This is an optimization exercise on Yosys and OpenROAD, whose aim is small area and a short achievable clock period, not a production implementation.
At most, simulation tests tie the RTL to the original design; equivalence was not proved.
No functional check of the RTL was part of run 1.
Power figures rest on the tool's default switching activity, not on a simulated workload.

==> flow/design.v, too long to show whole: its modules and the start of the top module <==
// module hb1dec: 797 lines
// module hb1dec_fa: 4 lines
// module hb1dec_ha: 4 lines
module hb1dec (
    input  wire        clk,
    input  wire        rst,         
    input  wire        in_valid,
    input  wire [31:0] in_data,
    output reg         out_valid,
    output reg  [31:0] out_data
);
  // ...
==> flow/flow/run.sh <==
#!/bin/bash
# The standard layout (the standard.sh), with the port buffers made of
# buf_2 cells instead of the cell buffer_ports picks by default, and clock
# tree synthesis without dummy loads.
set -euo pipefail
export BUFFER_PORTS_ARGS="-buffer_cell sky130_fd_sc_hd__buf_2"
export CTS_ARGS="-sink_clustering_enable -repair_clock_nets -sink_clustering_size 24 -sink_clustering_max_diameter 100 -dont_use_dummy_load"
bash standard.sh > standard.log 2>&1
==> flow/standard.sh <==
#!/bin/bash
# synth_recipe.tcl (not shown) runs the flow's synth.tcl, then flattens the netlist and writes it again
# the make line also repeats each setting of config.mk as NAME=value (left out here)
make -C /OpenROAD-flow-scripts/flow DESIGN_CONFIG=/design/flow/config.mk WORK_HOME=/design/flow/orfs CLKGATE_MAP_FILE= SYNTH_SCRIPT=/design/flow/synth_recipe.tcl "${@:-finish}"
==> flow/config.mk <==
export PLATFORM = sky130hd
export DESIGN_NAME = hb1dec
export DESIGN_NICKNAME = hb1dec
export VERILOG_FILES = /design/flow/design.v
export SDC_FILE = /design/flow/constraint.sdc
export NUM_CORES = 4
export LEC_CHECK = 0
export CAP_MARGIN = 20
export CORE_MARGIN = 2
export CORE_UTILIZATION = 70
export SLEW_MARGIN = 20
export SYNTH_HIERARCHICAL = 1
export SYNTH_MINIMUM_KEEP_SIZE = 0
==> flow/constraint.sdc <==
create_clock -name core_clock -period 18.0 [get_ports {clk}]
set_input_delay 3.6000 -clock core_clock [delete_from_list [all_inputs] [get_ports {clk}]]
set_output_delay 3.6000 -clock core_clock [all_outputs]
set_load 0.01 [all_outputs]
==> impl_metrics.tcl, run 1 <==
set metrics [dict create \
    switchingPower_mw 0.762 \
    final.fill_count 3004 \
    core_area_sq_mm 0.0523 \
    fin_crit_sh 0.264 \
    synthMuxAreaShare 0.0101 \
    cts_buffers 40 \
    grt_pass1_vias 19900 \
    timing.final.ws_setup_ps 13240 \
    place_inst 2995 \
    nNonClkBuffers 85 \
    hold_viol_final 0 \
    n_tap_cell 688 \
    reg2reg_to "ry[18]" \
    first_pass_iters 5 \
    worst_r2r_startpoint "pr1[14]" \
    setup_tns_ps 0 \
    grt_max_degree 88 \
    syn2layout_area_growth_pct 5.83 \
    die_y_um 233 \
    fin_cells 3038 \
    utilization 0.745 \
    syn-mean-instance-area_sq_um 16.2 \
    num_antenna_cells 2 \
    status "complete, no violations" \
    cp_top_family "adder cells" \
    slew_viol_final 0 \
    grt_pass1_wl_um 130000 \
    fin_skew_ps 81.6 \
    grt_busiest_layer "met2" \
    path_clk_slew_ps 90 \
    clock_sinks 788 \
    post-cts-setup-buffer-count 0 \
    layout_commonest_cell "fa_1" \
    routed.top_layer "met5" \
    period_needed_ps 4760 \
    post-place-ws_ps 13320 \
    async_flop_share 0 \
    synth.most_common_cell "fa_1" \
    whs_endpoint "rx[32]" \
    met1_usage 0.471 \
    syn_inst 2277 \
    route.met2.wl_um 43800 \
    drive_gt1_frac 0.0720 \
    synth_seq_area_share 0.554 \
]
==> run 2: changes to the inputs <==
==> flow/design.v (replaced) <==
module hb1dec (
    input  wire        clk,
    input  wire        rst,         
    input  wire        in_valid,
    input  wire [31:0] in_data,
    output reg         out_valid,
    output reg  [31:0] out_data
);
    reg        iv;
    reg [15:0] dlo, dhi;
    reg [15:0] hreg;     
    reg        phase;    
    reg        a1;       
    reg        ea1;      
    reg        b1;       
    reg        nb1;      
    reg        c2, c3, c4;
    reg  [9:0] vo;       
    wire oacc = iv & phase;
    wire eacc = iv & ~phase;
    always @(posedge clk) begin
        dlo  <= in_data[15:0];
        dhi  <= in_data[31:16];
        hreg <= dhi;
        if (rst) begin
            iv <= 1'b0;
            phase <= 1'b0;
            a1 <= 1'b0; ea1 <= 1'b0; b1 <= 1'b0; nb1 <= 1'b1;
            c2 <= 1'b0; c3 <= 1'b0; c4 <= 1'b0;
            out_valid <= 1'b0;
            vo <= 10'd0;
        end else begin
            iv <= in_valid;
            if (iv) phase <= ~phase;
            a1 <= oacc; ea1 <= eacc; b1 <= a1; nb1 <= ~a1;
            c2 <= b1; c3 <= c2; c4 <= c3;
            out_valid <= c4;
            if (oacc) vo <= {vo[8:0], 1'b1};
        end
    end
    reg [15:0] os0, os1, os2, os3, os4, os5, os6, os7, os8, os9, os10, os11, os12, os13, os14, os15, os16, os17, os18;
    always @(posedge clk)
        if (oacc | a1) begin
            os0 <= a1 ? hreg : dlo;
            os1 <= os0;
            os2 <= os1;
            os3 <= os2;
            os4 <= os3;
            os5 <= os4;
            os6 <= os5;
            os7 <= os6;
            os8 <= os7;
            os9 <= os8;
            os10 <= os9;
            os11 <= os10;
            os12 <= os11;
            os13 <= os12;
            os14 <= os13;
            os15 <= os14;
            os16 <= os15;
            os17 <= os16;
            os18 <= os17;
        end
    reg [15:0] es0, es1, es2, es3, es4, es5, es6, es7, es8, es9;
    always @(posedge clk)
        if (eacc | ea1) begin
            es0 <= ea1 ? hreg : dlo;
            es1 <= es0;
            es2 <= es1;
            es3 <= es2;
            es4 <= es3;
            es5 <= es4;
            es6 <= es5;
            es7 <= es6;
            es8 <= es7;
            es9 <= es8;
        end
    wire [15:0] wa0 = os0 & {16{vo[0]}};
    wire [15:0] wb0 = os18 & {16{vo[9]}};
    reg         pc0;
    wire [16:0] ps0 = {b1 & wa0[15], wa0} + {b1 & wb0[15], wb0} + {16'd0, b1 & pc0};
    reg  [16:0] pr0;
    wire [15:0] wa1 = os2 & {16{vo[1]}};
    wire [15:0] wb1 = os16 & {16{vo[8]}};
    reg         pc1;
    wire [16:0] ps1 = {b1 & wa1[15], wa1} + {b1 & wb1[15], wb1} + {16'd0, b1 & pc1};
    reg  [16:0] pr1;
    wire [15:0] wa2 = os4 & {16{vo[2]}};
    wire [15:0] wb2 = os14 & {16{vo[7]}};
    reg         pc2;
    wire [16:0] ps2 = {b1 & wa2[15], wa2} + {b1 & wb2[15], wb2} + {16'd0, b1 & pc2};
    reg  [16:0] pr2;
    wire [15:0] wa3 = os6 & {16{vo[3]}};
    wire [15:0] wb3 = os12 & {16{vo[6]}};
    reg         pc3;
    wire [16:0] ps3 = {b1 & wa3[15], wa3} + {b1 & wb3[15], wb3} + {16'd0, b1 & pc3};
    reg  [16:0] pr3;
    wire [15:0] wa4 = os8 & {16{vo[4]}};
    wire [15:0] wb4 = os10 & {16{vo[5]}};
    reg         pc4;
    wire [16:0] ps4 = {b1 & wa4[15], wa4} + {b1 & wb4[15], wb4} + {16'd0, b1 & pc4};
    reg  [16:0] pr4;
    wire [15:0] esel = ((a1 | ea1) ? es9 : es8) & {16{vo[4]}};
    reg  [16:0] ecr;
    always @(posedge clk) begin
        pc0 <= ps0[16];
        pr0 <= {b1 & ps0[16], ps0[15:0]};
        pc1 <= ps1[16];
        pr1 <= {b1 & ps1[16], ps1[15:0]};
        pc2 <= ps2[16];
        pr2 <= {b1 & ps2[16], ps2[15:0]};
        pc3 <= ps3[16];
        pr3 <= {b1 & ps3[16], ps3[15:0]};
        pc4 <= ps4[16];
        pr4 <= {b1 & ps4[16], ps4[15:0]};
        ecr <= {b1 & esel[15], esel};
    end
    reg  [33:0] rx, ry;
    wire [33:0] xt = rx ^ 34'h109888082;
    wire [33:0] yt = ry ^ 34'hdc5e9df;
    wire [17:0] fbx = xt[33:16] & {{9{nb1}}, {9{c2}}};
    wire [17:0] fby = yt[33:16] & {{9{c2}}, {9{nb1}}};
    wire t1, t2, t3, t4, t5, t6, t7, t8, t9, t10, t11, t12, t13, t14, t15, t16, t17, t18, t19, t20, t21, t22, t23, t24, t25, t26, t27, t28, t29, t30, t31, t32, t33, t34, t35, t36, t37, t38, t39, t40, t41, t42, t43, t44, t45, t46, t47, t48, t49, t50, t51, t52, t53, t54, t55, t56, t57, t58, t59, t60, t61, t62, t63, t64, t65, t66, t67, t68, t69, t70, t71, t72, t73, t74, t75, t76, t77, t78, t79, t80, t81, t82, t83, t84, t85, t86, t87, t88, t89, t90, t91, t92, t93, t94, t95, t96, t97, t98, t99, t100, t101, t102, t103, t104, t105, t106, t107, t108, t109, t110, t111, t112, t113, t114, t115, t116, t117, t118, t119, t120, t121, t122, t123, t124, t125, t126, t127, t128, t129, t130, t131, t132, t133, t134, t135, t136, t137, t138, t139, t140, t141, t142, t143, t144, t145, t146, t147, t148, t149, t150, t151, t152, t153, t154, t155, t156, t157, t158, t159, t160, t161, t162, t163, t164, t165, t166, t167, t168, t169, t170, t171, t172, t173, t174, t175, t176, t177, t178, t179, t180, t181, t182, t183, t184, t185, t186, t187, t188, t189, t190, t191, t192, t193, t194, t195, t196, t197, t198, t199, t200, t201, t202, t203, t204, t205, t206, t207, t208, t209, t210, t211, t212, t213, t214, t215, t216, t217, t218, t219, t220, t221, t222, t223, t224, t225, t226, t227, t228, t229, t230, t231, t232, t233, t234, t235, t236, t237, t238, t239, t240, t241, t242, t243, t244, t245, t246, t247, t248, t249, t250, t251, t252, t253, t254, t255, t256, t257, t258, t259, t260, t261, t262, t263, t264, t265, t266, t267, t268, t269, t270, t271, t272, t273, t274, t275, t276, t277, t278, t279, t280, t281, t282, t283, t284, t285, t286, t287, t288, t289, t290, t291, t292, t293, t294, t295, t296, t297, t298, t299, t300, t301, t302, t303, t304, t305, t306, t307, t308, t309, t310, t311, t312, t313, t314, t315, t316, t317, t318, t319, t320, t321, t322, t323, t324, t325, t326, t327, t328, t329, t330, t331, t332, t333, t334, t335, t336, t337, t338, t339, t340, t341, t342, t343, t344, t345, t346, t347, t348, t349, t350, t351, t352, t353, t354, t355, t356, t357, t358, t359, t360, t361, t362, t363, t364, t365, t366, t367, t368, t369, t370, t371, t372, t373, t374, t375, t376, t377, t378, t379, t380, t381, t382, t383, t384, t385, t386, t387, t388, t389, t390, t391, t392, t393, t394, t395, t396, t397, t398, t399, t400, t401, t402, t403, t404, t405, t406, t407, t408, t409, t410, t411, t412, t413, t414, t415, t416, t417, t418, t419, t420, t421, t422, t423, t424, t425, t426, t427, t428, t429, t430, t431, t432, t433, t434, t435, t436, t437, t438, t439, t440, t441, t442, t443, t444, t445, t446, t447, t448, t449, t450, t451, t452, t453, t454, t455, t456, t457, t458, t459, t460, t461, t462, t463, t464, t465, t466, t467, t468, t469, t470, t471, t472, t473, t474, t475, t476, t477, t478, t479, t480, t481, t482, t483, t484, t485, t486, t487, t488, t489, t490, t491, t492, t493, t494, t495, t496, t497, t498, t499, t500, t501, t502, t503, t504, t505, t506, t507, t508, t509, t510, t511, t512, t513, t514, t515, t516, t517, t518, t519, t520, t521, t522, t523, t524, t525, t526, t527, t528, t529, t530, t531, t532, t533, t534, t535, t536, t537, t538, t539, t540, t541, t542, t543, t544, t545, t546, t547, t548, t549, t550, t551, t552, t553, t554, t555, t556, t557, t558, t559, t560, t561, t562, t563, t564, t565, t566, t567, t568, t569, t570, t571, t572, t573, t574, t575, t576, t577, t578, t579, t580, t581, t582, t583, t584, t585, t586, t587, t588, t589, t590, t591, t592, t593, t594, t595, t596, t597, t598, t599, t600, t601, t602, t603, t604, t605, t606, t607, t608, t609, t610, t611, t612, t613, t614, t615, t616, t617, t618, t619, t620, t621, t622, t623, t624, t625, t626, t627, t628, t629, t630, t631, t632, t633, t634, t635, t636, t637, t638, t639, t640, t641, t642, t643, t644, t645, t646, t647, t648, t649, t650, t651, t652, t653, t654, t655, t656, t657, t658, t659, t660, t661, t662, t663, t664, t665, t666, t667, t668, t669, t670, t671, t672, t673, t674, t675, t676, t677, t678, t679, t680, t681, t682, t683, t684, t685, t686, t687, t688, t689, t690, t691, t692, t693, t694, t695, t696, t697, t698, t699, t700, t701, t702, t703, t704, t705, t706, t707, t708, t709, t710, t711, t712, t713, t714, t715, t716, t717, t718, t719, t720, t721, t722, t723, t724, t725, t726, t727, t728, t729, t730, t731, t732, t733, t734, t735, t736, t737, t738, t739, t740, t741, t742, t743, t744, t745, t746, t747, t748, t749, t750, t751, t752, t753, t754, t755, t756, t757, t758, t759, t760, t761, t762, t763, t764, t765, t766, t767, t768, t769, t770, t771, t772, t773, t774, t775, t776, t777, t778, t779, t780, t781, t782, t783, t784, t785, t786, t787, t788, t789, t790, t791, t792, t793, t794, t795, t796, t797, t798, t799, t800, t801, t802, t803, t804, t805, t806, t807, t808, t809, t810, t811, t812, t813, t814, t815, t816, t817, t818, t819, t820, t821, t822, t823, t824, t825, t826, t827, t828, t829, t830, t831, t832, t833, t834, t835, t836, t837, t838, t839, t840, t841, t842, t843, t844, t845, t846, t847, t848, t849, t850, t851, t852, t853;
    assign t1 = ~fbx[0];
    hb1dec_fa u_t2 (.a(pr0[0]), .b(pr1[0]), .c(t1), .s(t2), .co(t3));
    hb1dec_ha u_t4 (.a(pr0[1]), .b(pr1[1]), .s(t4), .co(t5));
    hb1dec_fa u_t6 (.a(pr4[0]), .b(fbx[1]), .c(fby[1]), .s(t6), .co(t7));
    assign t8 = t4 ^ t6;
    assign t9 = ~t4 & t6;
    hb1dec_fa u_t10 (.a(pr0[2]), .b(pr1[2]), .c(pr1[0]), .s(t10), .co(t11));
    hb1dec_ha u_t12 (.a(pr2[0]), .b(pr3[0]), .s(t12), .co(t13));
    hb1dec_fa u_t14 (.a(pr0[0]), .b(pr4[1]), .c(fbx[2]), .s(t14), .co(t15));
    hb1dec_fa u_t16 (.a(t5), .b(t12), .c(t10), .s(t16), .co(t17));
    hb1dec_fa u_t18 (.a(fby[2]), .b(t7), .c(t14), .s(t18), .co(t19));
    assign t20 = t9 ^ t16;
    assign t21 = t9 & ~t16;
    hb1dec_fa u_t22 (.a(pr0[1]), .b(pr4[2]), .c(pr4[0]), .s(t22), .co(t23));
    hb1dec_fa u_t24 (.a(pr0[3]), .b(pr1[3]), .c(pr1[1]), .s(t24), .co(t25));
    hb1dec_ha u_t26 (.a(pr2[1]), .b(pr3[1]), .s(t26), .co(t27));
    hb1dec_fa u_t28 (.a(t13), .b(t26), .c(t11), .s(t28), .co(t29));
    hb1dec_fa u_t30 (.a(fbx[3]), .b(fby[3]), .c(t22), .s(t30), .co(t31));
    hb1dec_fa u_t32 (.a(t24), .b(t17), .c(t28), .s(t32), .co(t33));
    hb1dec_fa u_t34 (.a(t15), .b(t30), .c(t19), .s(t34), .co(t35));
    assign t36 = t21 ^ t32;
    assign t37 = t21 & ~t32;
    hb1dec_fa u_t38 (.a(pr0[2]), .b(pr3[0]), .c(pr4[3]), .s(t38), .co(t39));
    hb1dec_fa u_t40 (.a(pr0[4]), .b(pr1[4]), .c(pr1[2]), .s(t40), .co(t41));
    hb1dec_fa u_t42 (.a(pr1[0]), .b(pr2[2]), .c(pr3[2]), .s(t42), .co(t43));
    hb1dec_fa u_t44 (.a(pr4[1]), .b(fbx[4]), .c(fby[4]), .s(t44), .co(t45));
    hb1dec_ha u_t46 (.a(t27), .b(t25), .s(t46), .co(t47));
    hb1dec_fa u_t48 (.a(t23), .b(t38), .c(t44), .s(t48), .co(t49));
    hb1dec_fa u_t50 (.a(t40), .b(t42), .c(t46), .s(t50), .co(t51));
    hb1dec_fa u_t52 (.a(t29), .b(t50), .c(t33), .s(t52), .co(t53));
    hb1dec_fa u_t54 (.a(t31), .b(t48), .c(t35), .s(t54), .co(t55));
    assign t56 = t37 ^ t52;
    assign t57 = t37 & ~t52;
    hb1dec_fa u_t58 (.a(pr0[3]), .b(pr0[0]), .c(pr3[1]), .s(t58), .co(t59));
    hb1dec_fa u_t60 (.a(pr0[5]), .b(pr1[5]), .c(pr1[3]), .s(t60), .co(t61));
    hb1dec_fa u_t62 (.a(pr1[1]), .b(pr2[3]), .c(pr2[0]), .s(t62), .co(t63));
    hb1dec_fa u_t64 (.a(pr4[4]), .b(pr4[2]), .c(fbx[5]), .s(t64), .co(t65));
    hb1dec_ha u_t66 (.a(pr3[3]), .b(t41), .s(t66), .co(t67));
    hb1dec_fa u_t68 (.a(fby[5]), .b(t39), .c(t58), .s(t68), .co(t69));
    hb1dec_fa u_t70 (.a(t43), .b(t60), .c(t62), .s(t70), .co(t71));
    assign t72 = ~t47;
    hb1dec_fa u_t73 (.a(t45), .b(t72), .c(t64), .s(t73), .co(t74));
    hb1dec_fa u_t75 (.a(t66), .b(t70), .c(t51), .s(t75), .co(t76));
    hb1dec_fa u_t77 (.a(t68), .b(t49), .c(t73), .s(t77), .co(t78));
    hb1dec_fa u_t79 (.a(t77), .b(t55), .c(t57), .s(t79), .co(t80));
    assign t81 = t75 ^ t53;
    assign t82 = ~t75 & ~t53;
    hb1dec_fa u_t83 (.a(pr0[4]), .b(pr0[1]), .c(pr3[2]), .s(t83), .co(t84));
    hb1dec_fa u_t85 (.a(pr0[6]), .b(pr1[6]), .c(pr1[4]), .s(t85), .co(t86));
    hb1dec_fa u_t87 (.a(pr1[2]), .b(pr2[4]), .c(pr2[1]), .s(t87), .co(t88));
    hb1dec_fa u_t89 (.a(pr4[5]), .b(pr4[3]), .c(fbx[6]), .s(t89), .co(t90));
    hb1dec_fa u_t91 (.a(pr3[4]), .b(t61), .c(t63), .s(t91), .co(t92));
    hb1dec_fa u_t93 (.a(fby[6]), .b(t59), .c(t83), .s(t93), .co(t94));
    hb1dec_fa u_t95 (.a(t85), .b(t87), .c(t67), .s(t95), .co(t96));
    hb1dec_fa u_t97 (.a(t65), .b(t89), .c(t69), .s(t97), .co(t98));
    hb1dec_fa u_t99 (.a(t71), .b(t91), .c(t95), .s(t99), .co(t100));
    hb1dec_fa u_t101 (.a(t93), .b(t74), .c(t97), .s(t101), .co(t102));
    hb1dec_fa u_t103 (.a(t78), .b(t101), .c(t82), .s(t103), .co(t104));
    assign t105 = ~t80;
    hb1dec_fa u_t106 (.a(t76), .b(t99), .c(t105), .s(t106), .co(t107));
    hb1dec_fa u_t108 (.a(pr0[5]), .b(pr0[2]), .c(pr1[0]), .s(t108), .co(t109));
    hb1dec_fa u_t110 (.a(pr3[3]), .b(pr4[6]), .c(pr4[4]), .s(t110), .co(t111));
    hb1dec_fa u_t112 (.a(pr0[7]), .b(pr1[7]), .c(pr1[5]), .s(t112), .co(t113));
    hb1dec_fa u_t114 (.a(pr1[3]), .b(pr2[5]), .c(pr2[2]), .s(t114), .co(t115));
    hb1dec_ha u_t116 (.a(pr3[5]), .b(pr3[0]), .s(t116), .co(t117));
    hb1dec_fa u_t118 (.a(fbx[7]), .b(fby[7]), .c(t84), .s(t118), .co(t119));
    hb1dec_fa u_t120 (.a(t116), .b(t86), .c(t88), .s(t120), .co(t121));
    hb1dec_fa u_t122 (.a(t108), .b(t110), .c(t90), .s(t122), .co(t123));
    hb1dec_fa u_t124 (.a(t112), .b(t114), .c(t92), .s(t124), .co(t125));
    hb1dec_fa u_t126 (.a(t94), .b(t118), .c(t122), .s(t126), .co(t127));
    hb1dec_fa u_t128 (.a(t120), .b(t96), .c(t124), .s(t128), .co(t129));
    hb1dec_fa u_t130 (.a(t98), .b(t126), .c(t102), .s(t130), .co(t131));
    assign t132 = ~t130;
    hb1dec_fa u_t133 (.a(t100), .b(t128), .c(t132), .s(t133), .co(t134));
    assign t135 = t104 ^ t133;
    assign t136 = t104 & ~t133;
    hb1dec_fa u_t137 (.a(pr0[6]), .b(pr0[3]), .c(pr1[1]), .s(t137), .co(t138));
    hb1dec_fa u_t139 (.a(pr2[0]), .b(pr3[4]), .c(pr4[7]), .s(t139), .co(t140));
    hb1dec_fa u_t141 (.a(pr0[8]), .b(pr1[8]), .c(pr1[6]), .s(t141), .co(t142));
    hb1dec_fa u_t143 (.a(pr1[4]), .b(pr2[6]), .c(pr2[3]), .s(t143), .co(t144));
    hb1dec_fa u_t145 (.a(pr3[6]), .b(pr3[1]), .c(pr4[0]), .s(t145), .co(t146));
    hb1dec_fa u_t147 (.a(pr4[5]), .b(fbx[8]), .c(fby[8]), .s(t147), .co(t148));
    hb1dec_ha u_t149 (.a(t117), .b(t113), .s(t149), .co(t150));
    hb1dec_fa u_t151 (.a(t109), .b(t111), .c(t137), .s(t151), .co(t152));
    hb1dec_fa u_t153 (.a(t115), .b(t141), .c(t143), .s(t153), .co(t154));
    hb1dec_fa u_t155 (.a(t139), .b(t147), .c(t119), .s(t155), .co(t156));
    hb1dec_fa u_t157 (.a(t145), .b(t149), .c(t121), .s(t157), .co(t158));
    assign t159 = ~t153;
    hb1dec_fa u_t160 (.a(t123), .b(t151), .c(t159), .s(t160), .co(t161));
    assign t162 = ~t155;
    hb1dec_fa u_t163 (.a(t125), .b(t162), .c(t157), .s(t163), .co(t164));
    assign t165 = ~t129;
    hb1dec_fa u_t166 (.a(t127), .b(t160), .c(t165), .s(t166), .co(t167));
    assign t168 = ~t163;
    hb1dec_fa u_t169 (.a(t168), .b(t131), .c(t166), .s(t169), .co(t170));
    assign t171 = t134 ^ t169;
    assign t172 = ~t134 & t169;
    hb1dec_fa u_t173 (.a(pr0[7]), .b(pr0[4]), .c(pr1[2]), .s(t173), .co(t174));
    hb1dec_fa u_t175 (.a(pr2[1]), .b(pr3[5]), .c(pr4[8]), .s(t175), .co(t176));
    hb1dec_fa u_t177 (.a(pr0[9]), .b(pr1[9]), .c(pr1[7]), .s(t177), .co(t178));
    hb1dec_fa u_t179 (.a(pr1[5]), .b(pr1[0]), .c(pr2[7]), .s(t179), .co(t180));
    hb1dec_fa u_t181 (.a(pr2[4]), .b(pr3[7]), .c(pr3[2]), .s(t181), .co(t182));
    hb1dec_fa u_t183 (.a(pr4[6]), .b(fbx[9]), .c(fby[9]), .s(t183), .co(t184));
    hb1dec_fa u_t185 (.a(pr3[0]), .b(pr4[1]), .c(t142), .s(t185), .co(t186));
    hb1dec_fa u_t187 (.a(t138), .b(t140), .c(t173), .s(t187), .co(t188));
    hb1dec_fa u_t189 (.a(t144), .b(t146), .c(t177), .s(t189), .co(t190));
    hb1dec_fa u_t191 (.a(t175), .b(t148), .c(t183), .s(t191), .co(t192));
    hb1dec_fa u_t193 (.a(t179), .b(t181), .c(t150), .s(t193), .co(t194));
    hb1dec_fa u_t195 (.a(t154), .b(t185), .c(t189), .s(t195), .co(t196));
    hb1dec_fa u_t197 (.a(t152), .b(t187), .c(t191), .s(t197), .co(t198));
    assign t199 = ~t156;
    hb1dec_fa u_t200 (.a(t193), .b(t199), .c(t158), .s(t200), .co(t201));
    hb1dec_fa u_t202 (.a(t195), .b(t164), .c(t200), .s(t202), .co(t203));
    hb1dec_fa u_t204 (.a(t161), .b(t197), .c(t167), .s(t204), .co(t205));
    assign t206 = ~t202;
    hb1dec_fa u_t207 (.a(t206), .b(t170), .c(t204), .s(t207), .co(t208));
    hb1dec_fa u_t209 (.a(pr0[8]), .b(pr0[5]), .c(pr1[3]), .s(t209), .co(t210));
    hb1dec_fa u_t211 (.a(pr2[2]), .b(pr3[6]), .c(pr4[9]), .s(t211), .co(t212));
    hb1dec_fa u_t213 (.a(pr0[10]), .b(pr1[10]), .c(pr1[8]), .s(t213), .co(t214));
    hb1dec_fa u_t215 (.a(pr1[6]), .b(pr1[1]), .c(pr2[8]), .s(t215), .co(t216));
    hb1dec_fa u_t217 (.a(pr2[5]), .b(pr3[8]), .c(pr3[3]), .s(t217), .co(t218));
    hb1dec_fa u_t219 (.a(pr3[1]), .b(pr4[2]), .c(pr4[0]), .s(t219), .co(t220));
    hb1dec_fa u_t221 (.a(pr4[7]), .b(fbx[10]), .c(fby[10]), .s(t221), .co(t222));
    hb1dec_fa u_t223 (.a(t178), .b(t180), .c(t182), .s(t223), .co(t224));
    hb1dec_fa u_t225 (.a(t174), .b(t176), .c(t209), .s(t225), .co(t226));
    hb1dec_fa u_t227 (.a(t213), .b(t215), .c(t217), .s(t227), .co(t228));
    hb1dec_fa u_t229 (.a(t211), .b(t184), .c(t221), .s(t229), .co(t230));
    hb1dec_fa u_t231 (.a(t219), .b(t186), .c(t190), .s(t231), .co(t232));
    hb1dec_fa u_t233 (.a(t188), .b(t225), .c(t192), .s(t233), .co(t234));
    hb1dec_fa u_t235 (.a(t223), .b(t227), .c(t194), .s(t235), .co(t236));
    hb1dec_fa u_t237 (.a(t229), .b(t198), .c(t233), .s(t237), .co(t238));
    hb1dec_fa u_t239 (.a(t196), .b(t231), .c(t235), .s(t239), .co(t240));
    hb1dec_fa u_t241 (.a(t201), .b(t239), .c(t203), .s(t241), .co(t242));
    assign t243 = ~t241;
    hb1dec_fa u_t244 (.a(t237), .b(t205), .c(t243), .s(t244), .co(t245));
    hb1dec_fa u_t246 (.a(pr0[9]), .b(pr0[6]), .c(pr1[4]), .s(t246), .co(t247));
    hb1dec_fa u_t248 (.a(pr2[3]), .b(pr2[0]), .c(pr3[7]), .s(t248), .co(t249));
    hb1dec_fa u_t250 (.a(pr0[11]), .b(pr1[11]), .c(pr1[9]), .s(t250), .co(t251));
    hb1dec_fa u_t252 (.a(pr1[7]), .b(pr1[2]), .c(pr2[9]), .s(t252), .co(t253));
    hb1dec_fa u_t254 (.a(pr2[6]), .b(pr3[9]), .c(pr3[4]), .s(t254), .co(t255));
    hb1dec_fa u_t256 (.a(pr3[2]), .b(pr4[3]), .c(pr4[1]), .s(t256), .co(t257));
    hb1dec_fa u_t258 (.a(pr4[10]), .b(pr4[8]), .c(fbx[11]), .s(t258), .co(t259));
    hb1dec_fa u_t260 (.a(fby[11]), .b(t210), .c(t212), .s(t260), .co(t261));
    hb1dec_ha u_t262 (.a(t214), .b(t216), .s(t262), .co(t263));
    hb1dec_fa u_t264 (.a(t218), .b(t220), .c(t250), .s(t264), .co(t265));
    hb1dec_fa u_t266 (.a(t252), .b(t254), .c(t256), .s(t266), .co(t267));
    hb1dec_fa u_t268 (.a(t246), .b(t248), .c(t222), .s(t268), .co(t269));
    hb1dec_fa u_t270 (.a(t258), .b(t226), .c(t260), .s(t270), .co(t271));
    hb1dec_fa u_t272 (.a(t262), .b(t224), .c(t228), .s(t272), .co(t273));
    hb1dec_fa u_t274 (.a(t264), .b(t266), .c(t232), .s(t274), .co(t275));
    hb1dec_fa u_t276 (.a(t230), .b(t268), .c(t270), .s(t276), .co(t277));
    assign t278 = ~t234;
    hb1dec_fa u_t279 (.a(t272), .b(t278), .c(t236), .s(t279), .co(t280));
    hb1dec_fa u_t281 (.a(t274), .b(t240), .c(t279), .s(t281), .co(t282));
    assign t283 = ~t281;
    hb1dec_fa u_t284 (.a(t276), .b(t238), .c(t283), .s(t284), .co(t285));
    assign t286 = t242 ^ t284;
    assign t287 = ~t242 & t284;
    hb1dec_fa u_t288 (.a(pr0[10]), .b(pr0[7]), .c(pr1[5]), .s(t288), .co(t289));
    hb1dec_fa u_t290 (.a(pr2[4]), .b(pr2[1]), .c(pr3[8]), .s(t290), .co(t291));
    hb1dec_fa u_t292 (.a(pr0[12]), .b(pr1[12]), .c(pr1[10]), .s(t292), .co(t293));
    hb1dec_fa u_t294 (.a(pr1[8]), .b(pr1[3]), .c(pr2[10]), .s(t294), .co(t295));
    hb1dec_fa u_t296 (.a(pr2[7]), .b(pr3[10]), .c(pr3[5]), .s(t296), .co(t297));
    hb1dec_fa u_t298 (.a(pr3[3]), .b(pr4[4]), .c(pr4[2]), .s(t298), .co(t299));
    hb1dec_fa u_t300 (.a(pr4[11]), .b(pr4[9]), .c(fbx[12]), .s(t300), .co(t301));
    hb1dec_fa u_t302 (.a(fby[12]), .b(t247), .c(t249), .s(t302), .co(t303));
    hb1dec_fa u_t304 (.a(t251), .b(t253), .c(t255), .s(t304), .co(t305));
    hb1dec_fa u_t306 (.a(t257), .b(t292), .c(t294), .s(t306), .co(t307));
    hb1dec_fa u_t308 (.a(t288), .b(t290), .c(t259), .s(t308), .co(t309));
    hb1dec_fa u_t310 (.a(t296), .b(t298), .c(t263), .s(t310), .co(t311));
    hb1dec_fa u_t312 (.a(t300), .b(t261), .c(t302), .s(t312), .co(t313));
    hb1dec_fa u_t314 (.a(t265), .b(t267), .c(t304), .s(t314), .co(t315));
    hb1dec_fa u_t316 (.a(t269), .b(t308), .c(t271), .s(t316), .co(t317));
    hb1dec_fa u_t318 (.a(t306), .b(t310), .c(t273), .s(t318), .co(t319));
    hb1dec_fa u_t320 (.a(t312), .b(t277), .c(t316), .s(t320), .co(t321));
    hb1dec_fa u_t322 (.a(t314), .b(t275), .c(t318), .s(t322), .co(t323));
    hb1dec_fa u_t324 (.a(t280), .b(t322), .c(t282), .s(t324), .co(t325));
    assign t326 = ~t324;
    hb1dec_fa u_t327 (.a(t320), .b(t326), .c(t285), .s(t327), .co(t328));
    hb1dec_fa u_t329 (.a(pr0[11]), .b(pr0[8]), .c(pr1[6]), .s(t329), .co(t330));
    hb1dec_fa u_t331 (.a(pr2[5]), .b(pr2[2]), .c(pr3[9]), .s(t331), .co(t332));
    hb1dec_fa u_t333 (.a(pr4[12]), .b(pr4[10]), .c(pr4[0]), .s(t333), .co(t334));
    hb1dec_fa u_t335 (.a(pr0[13]), .b(pr1[13]), .c(pr1[11]), .s(t335), .co(t336));
    hb1dec_fa u_t337 (.a(pr1[9]), .b(pr1[4]), .c(pr2[11]), .s(t337), .co(t338));
    hb1dec_fa u_t339 (.a(pr2[8]), .b(pr3[11]), .c(pr3[6]), .s(t339), .co(t340));
    hb1dec_fa u_t341 (.a(pr3[4]), .b(pr3[0]), .c(pr4[5]), .s(t341), .co(t342));
    hb1dec_fa u_t343 (.a(fbx[13]), .b(fby[13]), .c(t289), .s(t343), .co(t344));
    hb1dec_ha u_t345 (.a(pr4[3]), .b(t293), .s(t345), .co(t346));
    hb1dec_fa u_t347 (.a(t295), .b(t297), .c(t299), .s(t347), .co(t348));
    hb1dec_fa u_t349 (.a(t291), .b(t329), .c(t331), .s(t349), .co(t350));
    hb1dec_fa u_t351 (.a(t335), .b(t337), .c(t339), .s(t351), .co(t352));
    hb1dec_fa u_t353 (.a(t333), .b(t301), .c(t303), .s(t353), .co(t354));
    hb1dec_fa u_t355 (.a(t341), .b(t345), .c(t305), .s(t355), .co(t356));
    hb1dec_fa u_t357 (.a(t343), .b(t309), .c(t349), .s(t357), .co(t358));
    hb1dec_fa u_t359 (.a(t307), .b(t347), .c(t351), .s(t359), .co(t360));
    hb1dec_fa u_t361 (.a(t311), .b(t315), .c(t355), .s(t361), .co(t362));
    hb1dec_fa u_t363 (.a(t313), .b(t353), .c(t357), .s(t363), .co(t364));
    hb1dec_fa u_t365 (.a(t359), .b(t319), .c(t361), .s(t365), .co(t366));
    hb1dec_fa u_t367 (.a(t317), .b(t363), .c(t321), .s(t367), .co(t368));
    hb1dec_fa u_t369 (.a(t323), .b(t365), .c(t325), .s(t369), .co(t370));
    assign t371 = t367 ^ t369;
    assign t372 = t367 & ~t369;
    hb1dec_fa u_t373 (.a(pr0[12]), .b(pr0[9]), .c(pr1[7]), .s(t373), .co(t374));
    hb1dec_fa u_t375 (.a(pr2[6]), .b(pr2[3]), .c(pr3[10]), .s(t375), .co(t376));
    hb1dec_fa u_t377 (.a(pr4[13]), .b(pr4[11]), .c(pr4[1]), .s(t377), .co(t378));
    hb1dec_fa u_t379 (.a(pr0[14]), .b(pr1[14]), .c(pr1[12]), .s(t379), .co(t380));
    hb1dec_fa u_t381 (.a(pr1[10]), .b(pr1[5]), .c(pr2[12]), .s(t381), .co(t382));
    hb1dec_fa u_t383 (.a(pr2[9]), .b(pr3[12]), .c(pr3[7]), .s(t383), .co(t384));
    hb1dec_fa u_t385 (.a(pr3[5]), .b(pr3[1]), .c(pr4[6]), .s(t385), .co(t386));
    hb1dec_fa u_t387 (.a(fbx[14]), .b(fby[14]), .c(t330), .s(t387), .co(t388));
    hb1dec_fa u_t389 (.a(pr4[4]), .b(t336), .c(t338), .s(t389), .co(t390));
    hb1dec_fa u_t391 (.a(t332), .b(t334), .c(t373), .s(t391), .co(t392));
    hb1dec_fa u_t393 (.a(t340), .b(t342), .c(t379), .s(t393), .co(t394));
    hb1dec_fa u_t395 (.a(t381), .b(t383), .c(t385), .s(t395), .co(t396));
    hb1dec_fa u_t397 (.a(t375), .b(t377), .c(t344), .s(t397), .co(t398));
    hb1dec_fa u_t399 (.a(t346), .b(t348), .c(t352), .s(t399), .co(t400));
    hb1dec_fa u_t401 (.a(t350), .b(t387), .c(t391), .s(t401), .co(t402));
    hb1dec_fa u_t403 (.a(t389), .b(t393), .c(t395), .s(t403), .co(t404));
    hb1dec_fa u_t405 (.a(t354), .b(t397), .c(t358), .s(t405), .co(t406));
    hb1dec_fa u_t407 (.a(t356), .b(t360), .c(t399), .s(t407), .co(t408));
    hb1dec_fa u_t409 (.a(t401), .b(t364), .c(t405), .s(t409), .co(t410));
    hb1dec_fa u_t411 (.a(t403), .b(t362), .c(t407), .s(t411), .co(t412));
    assign t413 = ~t409;
    hb1dec_fa u_t414 (.a(t366), .b(t413), .c(t411), .s(t414), .co(t415));
    assign t416 = ~t368;
    hb1dec_fa u_t417 (.a(t416), .b(t414), .c(t370), .s(t417), .co(t418));
    hb1dec_fa u_t419 (.a(pr0[13]), .b(pr0[10]), .c(pr1[8]), .s(t419), .co(t420));
    hb1dec_fa u_t421 (.a(pr2[7]), .b(pr2[4]), .c(pr3[11]), .s(t421), .co(t422));
    hb1dec_fa u_t423 (.a(pr4[14]), .b(pr4[12]), .c(pr4[2]), .s(t423), .co(t424));
    hb1dec_fa u_t425 (.a(pr0[15]), .b(pr1[15]), .c(pr1[13]), .s(t425), .co(t426));
    hb1dec_fa u_t427 (.a(pr1[11]), .b(pr1[6]), .c(pr2[13]), .s(t427), .co(t428));
    hb1dec_fa u_t429 (.a(pr2[10]), .b(pr3[13]), .c(pr3[8]), .s(t429), .co(t430));
    hb1dec_fa u_t431 (.a(pr3[6]), .b(pr3[2]), .c(pr4[7]), .s(t431), .co(t432));
    hb1dec_fa u_t433 (.a(pr4[0]), .b(fbx[15]), .c(fby[15]), .s(t433), .co(t434));
    hb1dec_fa u_t435 (.a(t374), .b(t376), .c(t378), .s(t435), .co(t436));
    hb1dec_fa u_t437 (.a(pr4[5]), .b(t380), .c(t382), .s(t437), .co(t438));
    hb1dec_fa u_t439 (.a(t419), .b(t421), .c(t423), .s(t439), .co(t440));
    hb1dec_fa u_t441 (.a(t384), .b(t386), .c(t425), .s(t441), .co(t442));
    hb1dec_fa u_t443 (.a(t427), .b(t429), .c(t431), .s(t443), .co(t444));
    hb1dec_fa u_t445 (.a(t433), .b(t388), .c(t392), .s(t445), .co(t446));
    hb1dec_fa u_t447 (.a(t390), .b(t394), .c(t396), .s(t447), .co(t448));
    hb1dec_fa u_t449 (.a(t437), .b(t441), .c(t443), .s(t449), .co(t450));
    hb1dec_fa u_t451 (.a(t435), .b(t439), .c(t398), .s(t451), .co(t452));
    hb1dec_fa u_t453 (.a(t400), .b(t404), .c(t447), .s(t453), .co(t454));
    hb1dec_fa u_t455 (.a(t402), .b(t445), .c(t451), .s(t455), .co(t456));
    hb1dec_fa u_t457 (.a(t449), .b(t408), .c(t453), .s(t457), .co(t458));
    hb1dec_fa u_t459 (.a(t406), .b(t455), .c(t410), .s(t459), .co(t460));
    hb1dec_fa u_t461 (.a(t412), .b(t457), .c(t415), .s(t461), .co(t462));
    assign t463 = t459 ^ t461;
    assign t464 = t459 & ~t461;
    hb1dec_fa u_t465 (.a(pr0[16]), .b(pr0[14]), .c(pr0[11]), .s(t465), .co(t466));
    hb1dec_fa u_t467 (.a(pr1[16]), .b(pr1[9]), .c(pr2[8]), .s(t467), .co(t468));
    hb1dec_fa u_t469 (.a(pr2[5]), .b(pr3[12]), .c(pr4[15]), .s(t469), .co(t470));
    hb1dec_fa u_t471 (.a(pr4[13]), .b(pr4[3]), .c(pr4[1]), .s(t471), .co(t472));
    hb1dec_fa u_t473 (.a(pr1[14]), .b(pr1[12]), .c(pr1[7]), .s(t473), .co(t474));
    hb1dec_fa u_t475 (.a(pr2[14]), .b(pr2[11]), .c(pr3[14]), .s(t475), .co(t476));
    hb1dec_fa u_t477 (.a(pr3[9]), .b(pr3[7]), .c(pr3[3]), .s(t477), .co(t478));
    hb1dec_fa u_t479 (.a(ecr[0]), .b(fbx[16]), .c(fby[16]), .s(t479), .co(t480));
    hb1dec_fa u_t481 (.a(t420), .b(t422), .c(t424), .s(t481), .co(t482));
    hb1dec_fa u_t483 (.a(pr4[8]), .b(pr4[6]), .c(t426), .s(t483), .co(t484));
    hb1dec_fa u_t485 (.a(t428), .b(t430), .c(t432), .s(t485), .co(t486));
    hb1dec_fa u_t487 (.a(t465), .b(t467), .c(t469), .s(t487), .co(t488));
    hb1dec_fa u_t489 (.a(t473), .b(t475), .c(t477), .s(t489), .co(t490));
    hb1dec_fa u_t491 (.a(t471), .b(t434), .c(t479), .s(t491), .co(t492));
    hb1dec_fa u_t493 (.a(t436), .b(t440), .c(t481), .s(t493), .co(t494));
    hb1dec_fa u_t495 (.a(t438), .b(t442), .c(t444), .s(t495), .co(t496));
    hb1dec_fa u_t497 (.a(t483), .b(t485), .c(t489), .s(t497), .co(t498));
    hb1dec_fa u_t499 (.a(t487), .b(t491), .c(t446), .s(t499), .co(t500));
    hb1dec_fa u_t501 (.a(t448), .b(t450), .c(t495), .s(t501), .co(t502));
    hb1dec_fa u_t503 (.a(t493), .b(t452), .c(t499), .s(t503), .co(t504));
    hb1dec_fa u_t505 (.a(t497), .b(t454), .c(t501), .s(t505), .co(t506));
    assign t507 = ~t458;
    hb1dec_fa u_t508 (.a(t456), .b(t507), .c(t503), .s(t508), .co(t509));
    assign t510 = ~t505;
    hb1dec_fa u_t511 (.a(t510), .b(t460), .c(t508), .s(t511), .co(t512));
    assign t513 = t462 ^ t511;
    assign t514 = ~t462 & t511;
    hb1dec_fa u_t515 (.a(pr0[15]), .b(pr0[12]), .c(pr1[10]), .s(t515), .co(t516));
    hb1dec_fa u_t517 (.a(pr2[9]), .b(pr2[6]), .c(pr3[13]), .s(t517), .co(t518));
    hb1dec_fa u_t519 (.a(pr4[14]), .b(pr4[4]), .c(pr4[2]), .s(t519), .co(t520));
    hb1dec_fa u_t521 (.a(pr1[15]), .b(pr1[13]), .c(pr1[8]), .s(t521), .co(t522));
    hb1dec_fa u_t523 (.a(pr2[15]), .b(pr2[12]), .c(pr3[15]), .s(t523), .co(t524));
    hb1dec_fa u_t525 (.a(pr3[10]), .b(pr3[8]), .c(pr3[4]), .s(t525), .co(t526));
    hb1dec_fa u_t527 (.a(pr4[16]), .b(pr4[9]), .c(pr4[7]), .s(t527), .co(t528));
    hb1dec_fa u_t529 (.a(ecr[1]), .b(fbx[17]), .c(fby[17]), .s(t529), .co(t530));
    hb1dec_fa u_t531 (.a(t466), .b(t468), .c(t470), .s(t531), .co(t532));
    hb1dec_fa u_t533 (.a(t474), .b(t476), .c(t478), .s(t533), .co(t534));
    hb1dec_fa u_t535 (.a(t472), .b(t515), .c(t517), .s(t535), .co(t536));
    hb1dec_fa u_t537 (.a(t521), .b(t523), .c(t525), .s(t537), .co(t538));
    hb1dec_fa u_t539 (.a(t519), .b(t480), .c(t529), .s(t539), .co(t540));
    hb1dec_fa u_t541 (.a(t527), .b(t484), .c(t486), .s(t541), .co(t542));
    hb1dec_fa u_t543 (.a(t482), .b(t488), .c(t531), .s(t543), .co(t544));
    hb1dec_fa u_t545 (.a(t490), .b(t533), .c(t537), .s(t545), .co(t546));
    hb1dec_fa u_t547 (.a(t535), .b(t492), .c(t539), .s(t547), .co(t548));
    hb1dec_fa u_t549 (.a(t496), .b(t541), .c(t498), .s(t549), .co(t550));
    hb1dec_fa u_t551 (.a(t494), .b(t543), .c(t547), .s(t551), .co(t552));
    hb1dec_fa u_t553 (.a(t545), .b(t502), .c(t549), .s(t553), .co(t554));
    hb1dec_fa u_t555 (.a(t500), .b(t551), .c(t504), .s(t555), .co(t556));
    assign t557 = ~t555;
    hb1dec_fa u_t558 (.a(t506), .b(t553), .c(t557), .s(t558), .co(t559));
    assign t560 = ~t558;
    hb1dec_fa u_t561 (.a(t509), .b(t512), .c(t560), .s(t561), .co(t562));
    hb1dec_fa u_t563 (.a(pr0[13]), .b(pr1[16]), .c(pr1[11]), .s(t563), .co(t564));
    hb1dec_fa u_t565 (.a(pr2[16]), .b(pr2[10]), .c(pr2[7]), .s(t565), .co(t566));
    hb1dec_fa u_t567 (.a(pr3[16]), .b(pr3[14]), .c(pr4[15]), .s(t567), .co(t568));
    hb1dec_fa u_t569 (.a(pr4[5]), .b(pr4[3]), .c(ecr[2]), .s(t569), .co(t570));
    hb1dec_fa u_t571 (.a(pr0[16]), .b(pr1[14]), .c(pr1[9]), .s(t571), .co(t572));
    hb1dec_fa u_t573 (.a(pr2[13]), .b(pr3[11]), .c(pr3[9]), .s(t573), .co(t574));
    hb1dec_fa u_t575 (.a(pr3[5]), .b(pr4[10]), .c(pr4[8]), .s(t575), .co(t576));
    hb1dec_fa u_t577 (.a(t516), .b(t518), .c(t520), .s(t577), .co(t578));
    hb1dec_fa u_t579 (.a(t522), .b(t524), .c(t526), .s(t579), .co(t580));
    hb1dec_fa u_t581 (.a(t563), .b(t565), .c(t567), .s(t581), .co(t582));
    hb1dec_fa u_t583 (.a(t528), .b(t571), .c(t573), .s(t583), .co(t584));
    hb1dec_fa u_t585 (.a(t569), .b(t530), .c(t532), .s(t585), .co(t586));
    hb1dec_fa u_t587 (.a(t575), .b(t534), .c(t538), .s(t587), .co(t588));
    hb1dec_fa u_t589 (.a(t536), .b(t577), .c(t581), .s(t589), .co(t590));
    hb1dec_fa u_t591 (.a(t579), .b(t583), .c(t542), .s(t591), .co(t592));
    hb1dec_fa u_t593 (.a(t540), .b(t544), .c(t585), .s(t593), .co(t594));
    hb1dec_fa u_t595 (.a(t546), .b(t587), .c(t591), .s(t595), .co(t596));
    hb1dec_fa u_t597 (.a(t589), .b(t548), .c(t593), .s(t597), .co(t598));
    hb1dec_fa u_t599 (.a(t550), .b(t595), .c(t554), .s(t599), .co(t600));
    hb1dec_fa u_t601 (.a(t552), .b(t597), .c(t556), .s(t601), .co(t602));
    assign t603 = ~t601;
    hb1dec_fa u_t604 (.a(t599), .b(t603), .c(t559), .s(t604), .co(t605));
    hb1dec_fa u_t606 (.a(pr0[14]), .b(pr1[12]), .c(pr2[11]), .s(t606), .co(t607));
    hb1dec_fa u_t608 (.a(pr2[8]), .b(pr3[15]), .c(pr4[6]), .s(t608), .co(t609));
    hb1dec_fa u_t610 (.a(pr1[15]), .b(pr1[10]), .c(pr2[14]), .s(t610), .co(t611));
    hb1dec_fa u_t612 (.a(pr3[12]), .b(pr3[10]), .c(pr3[6]), .s(t612), .co(t613));
    hb1dec_fa u_t614 (.a(pr4[16]), .b(pr4[11]), .c(pr4[9]), .s(t614), .co(t615));
    hb1dec_fa u_t616 (.a(pr4[4]), .b(ecr[3]), .c(t564), .s(t616), .co(t617));
    hb1dec_fa u_t618 (.a(t566), .b(t568), .c(t570), .s(t618), .co(t619));
    hb1dec_fa u_t620 (.a(t572), .b(t574), .c(t576), .s(t620), .co(t621));
    hb1dec_fa u_t622 (.a(t610), .b(t612), .c(t614), .s(t622), .co(t623));
    hb1dec_fa u_t624 (.a(t606), .b(t608), .c(t578), .s(t624), .co(t625));
    hb1dec_fa u_t626 (.a(t582), .b(t616), .c(t618), .s(t626), .co(t627));
    hb1dec_fa u_t628 (.a(t580), .b(t584), .c(t620), .s(t628), .co(t629));
    hb1dec_fa u_t630 (.a(t586), .b(t624), .c(t590), .s(t630), .co(t631));
    hb1dec_fa u_t632 (.a(t622), .b(t588), .c(t628), .s(t632), .co(t633));
    hb1dec_fa u_t634 (.a(t626), .b(t594), .c(t630), .s(t634), .co(t635));
    hb1dec_fa u_t636 (.a(t592), .b(t632), .c(t596), .s(t636), .co(t637));
    assign t638 = ~t636;
    hb1dec_fa u_t639 (.a(t598), .b(t634), .c(t638), .s(t639), .co(t640));
    assign t641 = ~t600;
    hb1dec_fa u_t642 (.a(t641), .b(t602), .c(t639), .s(t642), .co(t643));
    hb1dec_fa u_t644 (.a(pr0[15]), .b(pr1[16]), .c(pr1[13]), .s(t644), .co(t645));
    hb1dec_fa u_t646 (.a(pr2[12]), .b(pr2[9]), .c(pr4[7]), .s(t646), .co(t647));
    hb1dec_fa u_t648 (.a(pr1[11]), .b(pr2[15]), .c(pr3[16]), .s(t648), .co(t649));
    hb1dec_fa u_t650 (.a(pr3[13]), .b(pr3[11]), .c(pr3[7]), .s(t650), .co(t651));
    assign t652 = ~pr4[5];
    hb1dec_fa u_t653 (.a(pr4[12]), .b(pr4[10]), .c(t652), .s(t653), .co(t654));
    hb1dec_fa u_t655 (.a(ecr[4]), .b(t607), .c(t609), .s(t655), .co(t656));
    hb1dec_fa u_t657 (.a(t611), .b(t613), .c(t615), .s(t657), .co(t658));
    hb1dec_fa u_t659 (.a(t648), .b(t650), .c(t653), .s(t659), .co(t660));
    hb1dec_fa u_t661 (.a(t644), .b(t646), .c(t617), .s(t661), .co(t662));
    hb1dec_fa u_t663 (.a(t621), .b(t623), .c(t657), .s(t663), .co(t664));
    hb1dec_fa u_t665 (.a(t619), .b(t655), .c(t625), .s(t665), .co(t666));
    hb1dec_fa u_t667 (.a(t659), .b(t629), .c(t663), .s(t667), .co(t668));
    hb1dec_fa u_t669 (.a(t627), .b(t661), .c(t665), .s(t669), .co(t670));
    assign t671 = ~t631;
    hb1dec_fa u_t672 (.a(t671), .b(t633), .c(t667), .s(t672), .co(t673));
    assign t674 = ~t672;
    hb1dec_fa u_t675 (.a(t669), .b(t635), .c(t674), .s(t675), .co(t676));
    assign t677 = ~t637;
    hb1dec_fa u_t678 (.a(t677), .b(t675), .c(t640), .s(t678), .co(t679));
    hb1dec_fa u_t680 (.a(pr1[14]), .b(pr2[16]), .c(pr2[13]), .s(t680), .co(t681));
    hb1dec_fa u_t682 (.a(pr2[10]), .b(pr4[8]), .c(pr4[6]), .s(t682), .co(t683));
    hb1dec_fa u_t684 (.a(pr0[16]), .b(pr1[12]), .c(pr3[14]), .s(t684), .co(t685));
    hb1dec_fa u_t686 (.a(pr3[12]), .b(pr3[8]), .c(pr4[13]), .s(t686), .co(t687));
    hb1dec_fa u_t688 (.a(ecr[5]), .b(t645), .c(t647), .s(t688), .co(t689));
    hb1dec_fa u_t690 (.a(pr4[11]), .b(t649), .c(t651), .s(t690), .co(t691));
    hb1dec_fa u_t692 (.a(t684), .b(t686), .c(t654), .s(t692), .co(t693));
    hb1dec_fa u_t694 (.a(t680), .b(t682), .c(t656), .s(t694), .co(t695));
    hb1dec_fa u_t696 (.a(t658), .b(t690), .c(t660), .s(t696), .co(t697));
    hb1dec_fa u_t698 (.a(t688), .b(t662), .c(t694), .s(t698), .co(t699));
    hb1dec_fa u_t700 (.a(t692), .b(t664), .c(t696), .s(t700), .co(t701));
    assign t702 = ~t668;
    hb1dec_fa u_t703 (.a(t666), .b(t702), .c(t698), .s(t703), .co(t704));
    assign t705 = ~t670;
    hb1dec_fa u_t706 (.a(t700), .b(t705), .c(t673), .s(t706), .co(t707));
    assign t708 = ~t706;
    hb1dec_fa u_t709 (.a(t703), .b(t708), .c(t676), .s(t709), .co(t710));
    hb1dec_fa u_t711 (.a(pr1[15]), .b(pr2[14]), .c(pr2[11]), .s(t711), .co(t712));
    hb1dec_fa u_t713 (.a(pr4[9]), .b(pr4[7]), .c(ecr[6]), .s(t713), .co(t714));
    hb1dec_fa u_t715 (.a(pr1[13]), .b(pr3[15]), .c(pr3[13]), .s(t715), .co(t716));
    hb1dec_fa u_t717 (.a(pr3[9]), .b(pr4[14]), .c(pr4[12]), .s(t717), .co(t718));
    hb1dec_fa u_t719 (.a(t681), .b(t683), .c(t711), .s(t719), .co(t720));
    hb1dec_fa u_t721 (.a(t685), .b(t687), .c(t715), .s(t721), .co(t722));
    hb1dec_fa u_t723 (.a(t717), .b(t691), .c(t693), .s(t723), .co(t724));
    hb1dec_fa u_t725 (.a(t713), .b(t689), .c(t719), .s(t725), .co(t726));
    hb1dec_fa u_t727 (.a(t721), .b(t697), .c(t723), .s(t727), .co(t728));
    hb1dec_fa u_t729 (.a(t695), .b(t725), .c(t699), .s(t729), .co(t730));
    assign t731 = ~t729;
    hb1dec_fa u_t732 (.a(t701), .b(t727), .c(t731), .s(t732), .co(t733));
    assign t734 = ~t704;
    hb1dec_fa u_t735 (.a(t734), .b(t707), .c(t732), .s(t735), .co(t736));
    hb1dec_fa u_t737 (.a(pr2[15]), .b(pr2[12]), .c(pr3[16]), .s(t737), .co(t738));
    hb1dec_fa u_t739 (.a(pr4[10]), .b(pr4[8]), .c(ecr[7]), .s(t739), .co(t740));
    hb1dec_fa u_t741 (.a(pr1[16]), .b(pr1[14]), .c(pr3[14]), .s(t741), .co(t742));
    hb1dec_fa u_t743 (.a(pr3[10]), .b(pr4[15]), .c(pr4[13]), .s(t743), .co(t744));
    hb1dec_fa u_t745 (.a(t712), .b(t714), .c(t737), .s(t745), .co(t746));
    hb1dec_fa u_t747 (.a(t716), .b(t718), .c(t741), .s(t747), .co(t748));
    hb1dec_fa u_t749 (.a(t739), .b(t720), .c(t745), .s(t749), .co(t750));
    hb1dec_fa u_t751 (.a(t743), .b(t722), .c(t747), .s(t751), .co(t752));
    assign t753 = ~t724;
    hb1dec_fa u_t754 (.a(t753), .b(t726), .c(t749), .s(t754), .co(t755));
    assign t756 = ~t754;
    hb1dec_fa u_t757 (.a(t751), .b(t728), .c(t756), .s(t757), .co(t758));
    assign t759 = ~t730;
    hb1dec_fa u_t760 (.a(t759), .b(t757), .c(t733), .s(t760), .co(t761));
    hb1dec_fa u_t762 (.a(pr2[13]), .b(pr4[16]), .c(pr4[11]), .s(t762), .co(t763));
    hb1dec_fa u_t764 (.a(pr1[15]), .b(pr2[16]), .c(pr3[15]), .s(t764), .co(t765));
    assign t766 = ~pr4[9];
    hb1dec_fa u_t767 (.a(pr3[11]), .b(pr4[14]), .c(t766), .s(t767), .co(t768));
    hb1dec_fa u_t769 (.a(ecr[8]), .b(t738), .c(t740), .s(t769), .co(t770));
    hb1dec_fa u_t771 (.a(t742), .b(t744), .c(t764), .s(t771), .co(t772));
    hb1dec_fa u_t773 (.a(t762), .b(t746), .c(t769), .s(t773), .co(t774));
    hb1dec_fa u_t775 (.a(t767), .b(t748), .c(t771), .s(t775), .co(t776));
    assign t777 = ~t752;
    hb1dec_fa u_t778 (.a(t750), .b(t777), .c(t773), .s(t778), .co(t779));
    assign t780 = ~t775;
    hb1dec_fa u_t781 (.a(t780), .b(t755), .c(t778), .s(t781), .co(t782));
    assign t783 = t758 ^ t781;
    assign t784 = ~t758 & t781;
    hb1dec_fa u_t785 (.a(pr1[16]), .b(pr2[14]), .c(pr3[16]), .s(t785), .co(t786));
    hb1dec_fa u_t787 (.a(pr4[12]), .b(pr4[10]), .c(ecr[9]), .s(t787), .co(t788));
    hb1dec_fa u_t789 (.a(pr3[12]), .b(pr4[15]), .c(t765), .s(t789), .co(t790));
    hb1dec_fa u_t791 (.a(t763), .b(t785), .c(t787), .s(t791), .co(t792));
    hb1dec_fa u_t793 (.a(t768), .b(t772), .c(t789), .s(t793), .co(t794));
    hb1dec_fa u_t795 (.a(t770), .b(t791), .c(t774), .s(t795), .co(t796));
    assign t797 = ~t795;
    hb1dec_fa u_t798 (.a(t776), .b(t793), .c(t797), .s(t798), .co(t799));
    assign t800 = ~t798;
    hb1dec_fa u_t801 (.a(t779), .b(t782), .c(t800), .s(t801), .co(t802));
    hb1dec_fa u_t803 (.a(pr2[15]), .b(pr4[16]), .c(pr4[13]), .s(t803), .co(t804));
    assign t805 = ~pr3[13];
    hb1dec_fa u_t806 (.a(t805), .b(pr4[11]), .c(ecr[10]), .s(t806), .co(t807));
    hb1dec_fa u_t808 (.a(t786), .b(t788), .c(t803), .s(t808), .co(t809));
    hb1dec_fa u_t810 (.a(t806), .b(t792), .c(t808), .s(t810), .co(t811));
    assign t812 = ~t810;
    hb1dec_fa u_t813 (.a(t790), .b(t794), .c(t812), .s(t813), .co(t814));
    assign t815 = ~t796;
    hb1dec_fa u_t816 (.a(t815), .b(t813), .c(t799), .s(t816), .co(t817));
    hb1dec_fa u_t818 (.a(pr4[14]), .b(pr4[12]), .c(ecr[11]), .s(t818), .co(t819));
    hb1dec_fa u_t820 (.a(t804), .b(t818), .c(t807), .s(t820), .co(t821));
    assign t822 = ~t809;
    hb1dec_fa u_t823 (.a(pr2[16]), .b(pr3[14]), .c(t822), .s(t823), .co(t824));
    assign t825 = ~t823;
    hb1dec_fa u_t826 (.a(t820), .b(t811), .c(t825), .s(t826), .co(t827));
    assign t828 = t814 ^ t826;
    assign t829 = ~t814 & t826;
    hb1dec_fa u_t830 (.a(pr4[15]), .b(pr4[13]), .c(ecr[12]), .s(t830), .co(t831));
    assign t832 = ~pr3[15];
    hb1dec_fa u_t833 (.a(t832), .b(t819), .c(t830), .s(t833), .co(t834));
    assign t835 = ~t824;
    hb1dec_fa u_t836 (.a(t821), .b(t833), .c(t835), .s(t836), .co(t837));
    hb1dec_ha u_t838 (.a(t827), .b(t836), .s(t838), .co(t839));
    hb1dec_fa u_t840 (.a(pr3[16]), .b(pr4[14]), .c(ecr[13]), .s(t840), .co(t841));
    assign t842 = ~pr4[16];
    hb1dec_fa u_t843 (.a(t842), .b(t831), .c(t840), .s(t843), .co(t844));
    hb1dec_fa u_t845 (.a(t834), .b(t843), .c(t837), .s(t845), .co(t846));
    hb1dec_fa u_t847 (.a(pr4[15]), .b(ecr[14]), .c(t841), .s(t847), .co(t848));
    hb1dec_ha u_t849 (.a(t844), .b(t847), .s(t849), .co(t850));
    assign t851 = ~pr4[16];
    hb1dec_fa u_t852 (.a(t851), .b(ecr[15]), .c(t848), .s(t852), .co(t853));
    wire [33:0] tx = {1'b0, ecr[16], t850, t846, t839, t829, t817, t802, t784, t761, t736, t710, t679, t643, t605, t562, t514, t464, t418, t372, t328, t287, t245, t208, t172, t136, t107, t103, t79, t54, t34, t18, t3, fby[0]};
    wire [33:0] ty = {1'b0, t853, t852, t849, t845, t838, t828, t816, t801, t783, t760, t735, t709, t678, t642, t604, t561, t513, t463, t417, t371, t327, t286, t244, t207, t171, t135, t106, t81, t56, t36, t20, t8, t2};
    wire [16:0] lo  = {1'b0, xt[15:0]} + {1'b0, yt[15:0]};
    reg         c16, nz, nz2;
    reg  [33:0] u;
    wire        inc  = u[0] & (~u[33] | nz2);
    wire [32:0] t    = u[33:1];
    wire [31:0] yl   = t[31:0] + {31'd0, inc};
    wire        ovp  = ~t[32] & (t[31] | ((&t[30:0]) & inc));
    wire        ovn  = t[32] & (~t[31] | ((t[30:0] == 31'd0) & ~inc));
    always @(posedge clk) begin
        rx  <= tx;
        ry  <= ty;
        c16 <= lo[16];
        nz  <= |lo[15:0];
        u   <= xt + yt + 34'h22c822c84 + {33'd0, c16};
        nz2 <= nz;
        out_data <= ovp ? 32'h7fffffff : ovn ? 32'h80000001 : yl;
    end
endmodule
module hb1dec_fa (input wire a, input wire b, input wire c, output wire s, output wire co);
    assign s  = a ^ b ^ c;
    assign co = (a & b) | (a & c) | (b & c);
endmodule
module hb1dec_ha (input wire a, input wire b, output wire s, output wire co);
    assign s  = a ^ b;
    assign co = a & b;
endmodule
==> flow/run.sh (new file) <==
#!/bin/bash
# synth_recipe.tcl (not shown) runs the flow's synth.tcl, then flattens the netlist and writes it again
# the make line also repeats each setting of config.mk as NAME=value (left out here)
make -C /OpenROAD-flow-scripts/flow DESIGN_CONFIG=/design/flow/config.mk WORK_HOME=/design/flow/orfs CLKGATE_MAP_FILE= SYNTH_SCRIPT=/design/flow/synth_recipe.tcl finish
==> flow/config.mk (replaced) <==
export PLATFORM = sky130hd
export DESIGN_NAME = hb1dec
export DESIGN_NICKNAME = hb1dec
export VERILOG_FILES = /design/flow/design.v
export SDC_FILE = /design/flow/constraint.sdc
export NUM_CORES = 4
export LEC_CHECK = 0
export CAP_MARGIN = 20
export CORE_MARGIN = 2
export CORE_UTILIZATION = 40
export CTS_BUF_LIST = sky130_fd_sc_hd__clkbuf_8
export CTS_CLUSTER_SIZE = 25
export SLEW_MARGIN = 20
export SYNTH_HIERARCHICAL = 1
export SYNTH_MINIMUM_KEEP_SIZE = 0
removed: flow/flow/run.sh
removed: flow/standard.sh
==> run 2 against run 1 <==
Effect of this change: first-iteration DRC count fell by 18%; total power grew 31%; register-to-register slack improved by 190 ps; routed wire length grew 7.6%; global-route usage shrank 14 points; setup slack got worse by 500 ps; sequential share of layout area decreased by 5.7 points; design area grew 11%; critical endpoint is now out_data[20].
==> impl_metrics.tcl, run 2 <==
set metrics [dict create \
    grt_usage 0.196 \
    crit_chain "clkdlybuf4s50_1" \
    io_pins 68 \
    internal_power_mw 3.12 \
    slowest_stage "clkdlybuf4s50_1" \
    grt_pass1_vias 22700 \
    post-dp-hpwl_um 73400 \
    cts_tree "yes" \
    postRouteAntennaNets 0 \
    overflow 0 \
    synth_top_area_cell "edfxtp_1" \
    yosys_warnings 7 \
    crit_path_max_fanout 1 \
    cp_top_family "buffers and inverters" \
    antenna_found_initial 4 \
    die_y_um 313 \
    path_class "reg -> out" \
    synth.most_common_cell "edfxtp_1" \
    hold_buffers 0 \
    reg_top3 "u: 34 flops, rx: 33 flops, ry: 33 flops" \
    syn-mean-instance-area_sq_um 14.3 \
    htreeDepth 4 \
    switchingPower_mw 1.17 \
    synthTopCellsByArea "edfxtp_1, fa_1, dfxtp_1" \
    ctsResizeCount 0 \
    synth.distinct_cells 70 \
    place_inst 3983 \
    gp_congestion 0.952 \
    clock_sinks 774 \
    cts_buffers 131 \
    cellLeakagePower_nw 18.3 \
    final_cell_mix "edfxtp_1, fa_1, dfxtp_1, inv_1, and2_1" \
    max-slew-margin-rel 0.199 \
    syn_inst 2680 \
    grt_max_degree 175 \
    cp-end-kind "output port" \
    status "complete, no violations" \
    path_clk_slew_ps 60 \
    hold_viol_final 0 \
    largest_reg_flops 34 \
    max-vdd-ir-drop_uv 82.3 \
    placed_area_sq_mm 0.0405 \
    floorplan.initialDensity 0.404 \
    max_freq_mhz 190 \
    cts.path.max_buffers 3 \
    die_w_um 313 \
    nets 3457 \
    ys.flop_type "edfxtp_1" \
    insertion_delay_ps 810 \
    max_stage_delay_ps 550 \
    syn2layout_area_growth_pct 12.8 \
    slew_viol_final 0 \
    core_area_sq_mm 0.0949 \
    die-area_sq_mm 0.0982 \
    layout_commonest_cell "edfxtp_1" \
    vias 21500 \
    syn-cell-area_sq_mm 0.0383 \
    viasPerCell 5.09 \
    grt_pass1_wl_um 141000 \
    synth_edf_count 464 \
    cts_root_buf "clkbuf_8" \
    wl_um 95100 \
    ys_ff_latch 774 \
    power_density_mw_per_mm2 99.4 \
    critPathBufInv 1 \
    async_flop_share 0 \
    tightest_slew_ps 1200 \
    synth_seq_area_share 0.526 \
    stdcell_area_sq_mm 0.0432 \
    drt-initial-drc-count 1708 \
    hold_ws_ps 326 \
    setup_viol 0 \
    fin_crit_sh 0.292 \
    period_needed_ps 5260 \
    switching_share 0.272 \
    synthTopCellsByCount "edfxtp_1, fa_1, dfxtp_1" \
    max_cap_viol_count 0 \
    first_pass_iters 5 \
    p_seq_frac 0.494 \
    yosys.area.top_type_share 0.364 \
    drc 0 \
    rsz0062_at_grt "false" \
    fin_cells 4228 \
    hold_path_class "reg -> reg" \
    io_buffers 67 \
    worstPathRequired_ps 14400 \
    post-cts-setup-buffer-count 0 \
    pwr-share-comb 0.138 \
    setup_tns_ps 0 \
    cp-start-kind "register" \
    drive_gt1_frac 0.0865 \
    cp_data_arrival_time_ps 1660 \
    rows 113 \
    utilization 0.455 \
    top_register "u" \
    fin_skew_ps 40.2 \
    clkPwrFrac 0.368 \
    post_drt_wl_per_cell_um 22.5 \
]
[run 2: cell types whose count changed after synthesis, moves of 25 or more]
cell	change
ha_1	+108
fa_1	-119
inv_1	+49
o21bai_1	+26
xor2_1	+25
xnor2_1	+50
a21oi_1	+69
nor2_1	+29
[run 2: layout make-up]
cell class,instances,area (sq um)
multi-input combinational,1689,17300
sequential,774,20100
fill,8351,51700
tap,1265,1580
antenna,2,5.00
clock buffer,147,2020
timing repair buffer,79,777
clock inverter,96,657
inverter,176,661
[run 2: power groups by stage]
stage	registers (mW)	logic [mW]	clock network [mW]
after floorplan	2.15	0.382	0
after global routing	2.14	0.654	1.71
final	2.12	0.592	1.58
after CTS	2.12	0.596	1.63
after detailed placement	2.16	0.591	0
after global placement	2.16	0.586	0
[run 2: metrics by stage]
| step | setup slack (ps) | total power [mW] |
|---|---|---|
| after detailed placement | 12990 | 2.75 |
| final | 12740 | 4.29 |
| after CTS | 12640 | 4.35 |
| after floorplan | 9000 | 2.53 |
| after global placement | 13020 | 2.74 |
| after global routing | 12640 | 4.50 |
[run 2: cell families (layout without fill, tap and decap cells)]
logic type | count (synthesis) | in the layout | share of synthesized area
DFF | 774 | 774 | 0.526
adders and majority gates | 571 | 571 | 0.265
and+or+nand+nor | 555 | 555 | 0.0786
AOI/OAI and AO/OA | 382 | 382 | 0.0653
buffers and inverters | 218 | 498 | 0.0220
xor gates and xnor gates | 145 | 145 | 0.0332
muxes | 34 | 34 | 0.00997
other | 1 | 4 | 0.0000979
[run 2: modules after synthesis (local to each module, per instance)]
module / flops+latches / area (sq um) / cells
hb1dec_fa: 0 / 20.0 / 1
hb1dec_ha: 0 / 12.5 / 1
hb1dec: 774 / 30600 / 2291
[run 2: path summary, 6_finish.rpt]
kind / start / end / slack [ps] / cells after the start
setup / recovery: out_data[20] / out_data[20] / 12740 / 1
hold / removal: dhi[8] / hreg[8] / 330 / 0
setup reg to reg: pr3[7] / ry[17] / 13430 / 9
hold reg to reg: dhi[8] / hreg[8] / 330 / 0
[run 2: per-layer routing]
layer	share of wire	global-route usage	wire [um]	vias up
met2	0.51	0.339	48000	616
met4	0.031	0.0719	2930	0
li1	-	-	-	9663
met5	0	0	0	-
met3	0.045	0.0357	4320	159
met1	0.42	0.245	39800	11100

re-timing with driven ports:
The results above use ideal ports. As a check the final layouts listed here were re-extracted and re-timed, cells and wires unchanged.
Step 1 (the two cells are an assumption about what drives the block):
set clk [get_ports {clk}]
set_driving_cell -lib_cell sky130_fd_sc_hd__clkbuf_16 $clk
set_driving_cell -lib_cell sky130_fd_sc_hd__buf_2 [delete_from_list [all_inputs] $clk]
Step 2 times the ports against the registers' clock, not the clock port: input delays grow and output delays shrink by t, the midpoint of the rising clock arrivals with the driver on.
a / b / c = ideal / step 1 / step 2; a / b = the first two.
| run | shift t [ns] | setup WS [ns] | worst setup path at the end | latest minus earliest clock arrival (ns) | worst slew at a driven data input, ns |
|---|---|---|---|---|---|
| run 1 | 0.620 | 13.245 / 13.238 / 13.245 | register to register | 0.084 / 0.084 | 0.05 |
| run 2 | 0.856 | 12.740 / 12.679 / 13.018 | input to register | 0.052 / 0.052 | 0.04 |
After both steps setup and hold are still met in every run listed.
